This is an optimization exercise on Yosys and OpenROAD, whose aim is small area, a short achievable clock period and few clock cycles per item, not a production implementation.
At most, simulation tests tie the RTL to the original design; equivalence was not proved.
Power figures rest on the tool's default switching activity, not on a simulated workload.

==> flow/design.v (excerpt) <==
module photre_enc (
    input  wire        clk,
    input  wire        rst,           
    input  wire        start,
    output wire        ready,         
    input  wire [6:0]  cfg_width,     
    input  wire [4:0]  cfg_rows,      
    input  wire [1:0]  cfg_depth,     
    input  wire [4:0]  cfg_q,         
    input  wire        cfg_mono,      
    input  wire        px_valid,
    output wire        px_ready,
    input  wire [15:0] px_data,
    output reg         out_valid,
    output reg  [31:0] out_data,
    output reg         out_last,
    output reg  [4:0]  out_k0,
    output reg  [15:0] out_nbits
);
clock: 70.0 ns
lec_check: 0
cap_margin: 20
core_margin: 2
core_utilization: 40
cts_buf_list: sky130_fd_sc_hd__clkbuf_8
cts_cluster_diameter: 50
cts_cluster_size: 16
slew_margin: 20
run.sh (not shown) runs the stock make flow with config.mk's settings and CLKGATE_MAP_FILE= SYNTH_SCRIPT=/design/flow/synth_recipe.tcl, a recipe that flattens the netlist after the stock synthesis.
The baseline finished with timing, DRC and antenna clean.
Edit:
- CTS_BUF_LIST: sky130_fd_sc_hd__clkbuf_8 -> sky130_fd_sc_hd__clkbuf_8 sky130_fd_sc_hd__clkbuf_16
- CTS_CLUSTER_DIAMETER: 50 -> 60
- CTS_CLUSTER_SIZE: 16 -> 20
Result: The new run completed with no timing, DRC or antenna violations. Count of clock-buffer cells in the layout went down by 56. Utilization came out higher by 0.49 points. Routed wire length barely changes. Final area climbs by about 1.1%. Combinational power stays flat. Register-to-register slack loses 160 ps. Clock skew barely changes. Setup slack is better by 200 ps. Via count goes down by 0.35%. Fmax rose by 1.3%.
Function was not checked in any run of this note: the RTL went through the layout flow alone.

* * *

Another version of the RTL of photre_enc (not shown whole).
Size: roughly 8000 cells after synthesis, about 2600 flip-flops, roughly 97 I/O pins.
clock: 70.0 ns
lec_check: 0
cap_margin: 20
core_margin: 2
core_utilization: 55
cts_buf_list: sky130_fd_sc_hd__clkbuf_4 sky130_fd_sc_hd__clkbuf_8
slew_margin: 20
The baseline produced a clean layout.
Testbench counts at the start, summed over its fixed seeds: cycles 102,185, pixels 98,304.
Change:
CORE_UTILIZATION = 40   (was 55)
CTS_BUF_LIST = unset   (was sky130_fd_sc_hd__clkbuf_4 sky130_fd_sc_hd__clkbuf_8)
The changed run finished clean.
Final area climbs by about 1.4%.
Final cell count grows by 5.5%.
Total power rises by 2.0%.
Global-route usage drops by 6.4 points.
Critical path depth does not change.
Sequential share of layout area falls by 0.71 points.
Hold slack gets worse by 0.0075 ns.
Clock power is higher by about 9%.
Setup slack improves by 0.11 ns.
Wire length went up by 0.78%.

* * *

Another version of the RTL of photre_enc (not shown whole).
Size in the first run: about 6700 cells after synthesis, ~2600 flip-flops, about 97 I/O pins, about 0.082 mm^2 of cells after synthesis.
Design photre_enc, start of the top module:
module photre_enc (
    input  wire        clk,
    input  wire        rst,           
    input  wire        start,
    output wire        ready,         
    input  wire [6:0]  cfg_width,     
    input  wire [4:0]  cfg_rows,      
    input  wire [1:0]  cfg_depth,     
    input  wire [4:0]  cfg_q,         
    input  wire        cfg_mono,      
    input  wire        px_valid,
    output wire        px_ready,
    input  wire [15:0] px_data,
    output reg         out_valid,
    output reg  [31:0] out_data,
    output reg         out_last,
    output reg  [4:0]  out_k0,
    output reg  [15:0] out_nbits
);
make LEC_CHECK=0 CAP_MARGIN=5 CORE_MARGIN=2 CORE_UTILIZATION=40 CTS_BUF_LIST=sky130_fd_sc_hd__clkbuf_8 CTS_CLUSTER_DIAMETER=50 CTS_CLUSTER_SIZE=16 SLEW_MARGIN=5 finish   # period 70.0 ns
The starting point finished clean.
Testbench counts at the start, summed over its fixed seeds: cycles 102,337, pixels 98,304.
Edit:
==> flow/flow/run.sh (new file) <==
#!/bin/bash
# The standard layout (standard.sh), with plain buf_2 buffers on the ports
# in place of the delay buffers that buffer_ports picks by default.  The
# whole ORFS output goes to standard.log in the work folder.
set -euo pipefail
cd "$(dirname "$0")/.."
export BUFFER_PORTS_ARGS="-buffer_cell sky130_fd_sc_hd__buf_2"
bash standard.sh > standard.log 2>&1
==> flow/standard.sh (new file) <==
#!/bin/bash
# synth_recipe.tcl (not shown) runs the flow's synth.tcl, then flattens the netlist and writes it again
# the make line also repeats each setting of config.mk as NAME=value (left out here)
make -C /OpenROAD-flow-scripts/flow DESIGN_CONFIG=/design/flow/config.mk WORK_HOME=/design/flow/orfs CLKGATE_MAP_FILE= SYNTH_SCRIPT=/design/flow/synth_recipe.tcl "${@:-finish}"
removed: flow/run.sh
What happened:
- final cell count stays flat
- final area is lower by 0.59%
- maximum frequency went up by 3.0%
- power drops by 0.39%
- non-clock buffer count does not change
- routed wire length drops by 0.90%
- first-iteration DRC count went up by 7.8%
- clock power fell by about 0.6%
- worst setup slack gains 470 ps
- die area stays the same
Edit:
==> flow/flow/run.sh (replaced) <==
#!/bin/bash
# The standard layout (standard.sh), with plain buf_4 buffers on the ports
# in place of the delay buffers that buffer_ports picks by default.  The
# whole ORFS output goes to standard.log in the work folder.
set -euo pipefail
cd "$(dirname "$0")/.."
export BUFFER_PORTS_ARGS="-buffer_cell sky130_fd_sc_hd__buf_4"
bash standard.sh > standard.log 2>&1
Outcome: The new run went through all stages and came out clean. Die area does not change. Maximum frequency is about the same. Global-route usage barely changes. Total power hardly moves. Synthesized cell count does not change. Area after synthesis is unchanged. Clock skew goes up by 16 ps. Final cell count is about the same.
Edit:
==> flow/flow/run.sh (replaced) <==
#!/bin/bash
# The standard layout (standard.sh), with plain buf_2 buffers on the ports
# in place of the delay buffers that buffer_ports picks by default.  The
# whole ORFS output goes to standard.log in the work folder.
set -euo pipefail
cd "$(dirname "$0")/.."
export BUFFER_PORTS_ARGS="-buffer_cell sky130_fd_sc_hd__buf_2"
bash standard.sh > standard.log 2>&1
- CTS_BUF_LIST: sky130_fd_sc_hd__clkbuf_8 -> sky130_fd_sc_hd__clkbuf_16
- CTS_CLUSTER_DIAMETER: 50 -> 80
- CTS_CLUSTER_SIZE: 16 -> 30
Maximum frequency grows by 0.86%.
Area after synthesis does not change.
Final area shrinks by 0.98%.
Synthesized cell count is unchanged.
Final cell count shrinks by 1.6%.
Wire length shrinks by 1.3%.
Power shrinks by 1.4%.
Via count shrinks by 1.1%.
Worst setup slack gains 130 ps.

* * *

== v6 ==
photre_enc, a different RTL version from the one above (not shown whole).
For scale: ~2700 flip-flops, about 97 I/O pins, about 90000 sq um of cells after synthesis.
Settings: LEC_CHECK=0, CAP_MARGIN=20, CORE_MARGIN=2, CORE_UTILIZATION=40, CTS_BUF_LIST=sky130_fd_sc_hd__clkbuf_8, CTS_CLUSTER_DIAMETER=50, CTS_CLUSTER_SIZE=16, SLEW_MARGIN=20; clock period 70.0 ns.
Stock flow here: none of the scripts above is used.
Testbench counts of v6, summed over its fixed seeds: cycles 102,161, pixels 98,304.
#### Input delta (v7 over v6)
Settings: changing CTS_CLUSTER_SIZE from 16 to 20; changing CTS_CLUSTER_DIAMETER from 50 to 60; changing CTS_BUF_LIST from sky130_fd_sc_hd__clkbuf_8 to sky130_fd_sc_hd__clkbuf_8 sky130_fd_sc_hd__clkbuf_16.
Findings:
- Area overhead of the layout relative to synthesis: v7 vs v6 up 1.1 points
- Sort v6 and v7 by clock insertion delay at the later pin of the skew report, ascending, and v7 comes first.
- Against v6, met3 wirelength from detailed routing in v7 fell by a few percent.
- The final reports for v7 and v6 show path length in cells of the critical path higher in the former.
- v6 -> v7: via density per instance increased slightly

* * *

photre_enc, a different RTL version from the one above (not shown whole).
For scale: ~6800 cells after synthesis, about 2600 flip-flops, ~83000 um^2 of cells after synthesis.
// photre_enc
module photre_enc (
    input  wire        clk,
    input  wire        rst,           
    input  wire        start,
    output wire        ready,         
    input  wire [6:0]  cfg_width,     
    input  wire [4:0]  cfg_rows,      
    input  wire [1:0]  cfg_depth,     
    input  wire [4:0]  cfg_q,         
    input  wire        cfg_mono,      
    input  wire        px_valid,
    output wire        px_ready,
    input  wire [15:0] px_data,
    output reg         out_valid,
    output reg  [31:0] out_data,
    output reg         out_last,
    output reg  [4:0]  out_k0,
    output reg  [15:0] out_nbits
);
Settings: LEC_CHECK=0, CAP_MARGIN=5, CORE_MARGIN=2, CORE_UTILIZATION=55, CTS_BUF_LIST=sky130_fd_sc_hd__clkbuf_16, CTS_CLUSTER_DIAMETER=80, CTS_CLUSTER_SIZE=30, SLEW_MARGIN=5; clock period 70.0 ns.
standard.sh (not shown) runs the stock make flow with config.mk's settings and CLKGATE_MAP_FILE= SYNTH_SCRIPT=/design/flow/synth_recipe.tcl, a recipe that flattens the netlist after the stock synthesis.
==> flow/flow/run.sh <==
#!/bin/bash
# The standard layout (standard.sh), with plain buf_2 buffers on the ports
# in place of the delay buffers that buffer_ports picks by default.  The
# whole ORFS output goes to standard.log in the work folder.
set -euo pipefail
cd "$(dirname "$0")/.."
export BUFFER_PORTS_ARGS="-buffer_cell sky130_fd_sc_hd__buf_2"
bash standard.sh > standard.log 2>&1
The baseline completed with no timing, DRC or antenna violations.
Testbench counts at the start, summed over its fixed seeds: cycles 102,241, pixels 98,304.
Then changed:
--- a/flow/config.mk
+++ b/flow/config.mk
@@ -10 +10 @@
-export CORE_UTILIZATION = 55
+export CORE_UTILIZATION = 40
@@ -13 +13 @@
-export CTS_CLUSTER_SIZE = 30
+export CTS_CLUSTER_SIZE = 35
The changed run passed the timing, DRC and antenna checks. Wire length climbs by 3.3%. Synthesized area is unchanged. Cell count is higher by 7.6%.
Then changed:
--- a/flow/config.mk
+++ b/flow/config.mk
@@ -13 +13 @@
-export CTS_CLUSTER_SIZE = 35
+export CTS_CLUSTER_SIZE = 30
Final cell count hardly moves.
Worst setup slack is worse by 0.011 ns.
Clock power goes down by about 0.7%.
Power stays flat.
Final area stays flat.
Clock skew goes up by 0.014 ns.

* * *

photre_enc, a different RTL version from the one above (not shown whole).
For scale: about 6900 cells after synthesis, roughly 2600 flip-flops, about 97 I/O pins.
clock: 70.0 ns
lec_check: 0
cap_margin: 5
core_margin: 2
core_utilization: 50
cts_buf_list: sky130_fd_sc_hd__clkbuf_16
cts_cluster_diameter: 80
cts_cluster_size: 30
slew_margin: 5
Scripts as last shown in full above: flow/flow/run.sh
Testbench counts at the start, summed over its fixed seeds: cycles 102,241, pixels 98,304.
Then changed:
CORE_UTILIZATION = 40   (was 50)
First-iteration DRC count rises by 11%.
Area after synthesis does not change.
Final area rises by about 0.54%.
Final cell count rose by about 5.5%.
Via count goes up by 0.64%.
Synthesized cell count does not change.
Die area increases by about 25%.

## afterwards: timing with drivers on the ports
How much do the figures lean on ideal ports? The routed layouts below were timed once more, with nothing changed but the port constraints. Step 1: set_driving_cell puts a clkbuf_16 on clk and a buf_2 on each other input, an assumption about the parent block. Step 2, shift: input delay + t, output delay - t, t = (earliest + latest rising clock arrival at the registers) / 2. This alone moves slack from input paths to output paths. a / b / c = ideal / step 1 / step 2; a / b = the first two.
run	t (ns)	setup slack, ns	worst setup path after step 2	clock arrival spread, ns	cell pins on the clock port's net
the first run of note 1	1.079	54.074 / 53.992 / 54.055	input to register	0.079 / 0.079	1
the second run of note 1	0.920	54.274 / 54.174 / 54.019	input to register	0.064 / 0.064	1
the first run of note 2	1.095	53.962 / 53.880 / 54.115	input to register	0.108 / 0.107	1
the second run of note 2	0.961	54.069 / 53.980 / 53.850	input to register	0.084 / 0.084	1
the first run of note 3	1.055	53.874 / 53.795 / 53.737	input to register	0.087 / 0.086	1
the second run of note 3	1.043	54.348 / 54.269 / 53.997	input to register	0.073 / 0.073	1
the third run of note 3	1.040	54.393 / 54.317 / 54.221	input to register	0.110 / 0.110	1
the fourth run of note 3	0.867	54.526 / 54.447 / 53.987	input to register	0.052 / 0.052	1
v6	1.077	54.021 / 53.937 / 53.796	input to register	0.095 / 0.095	1
v7	0.916	54.155 / 54.080 / 53.843	input to register	0.093 / 0.093	1
the first run of note 5	0.845	54.499 / 54.499 / 54.104	input to register	0.072 / 0.073	1
the second run of note 5	0.855	54.141 / 54.141 / 54.141	register to register	0.076 / 0.076	1
the third run of note 5	0.852	54.130 / 54.130 / 54.130	register to register	0.084 / 0.084	1
the first run of note 6	0.873	54.521 / 54.440 / 54.342	input to register	0.082 / 0.083	1
the second run of note 6	0.857	54.565 / 54.483 / 54.444	input to register	0.064 / 0.064	1
After both steps setup and hold are still met in every run listed. The setup slack of the fourth run of note 3, which loses most, moves by -0.079 ns with the drivers and by -0.539 ns with both steps.
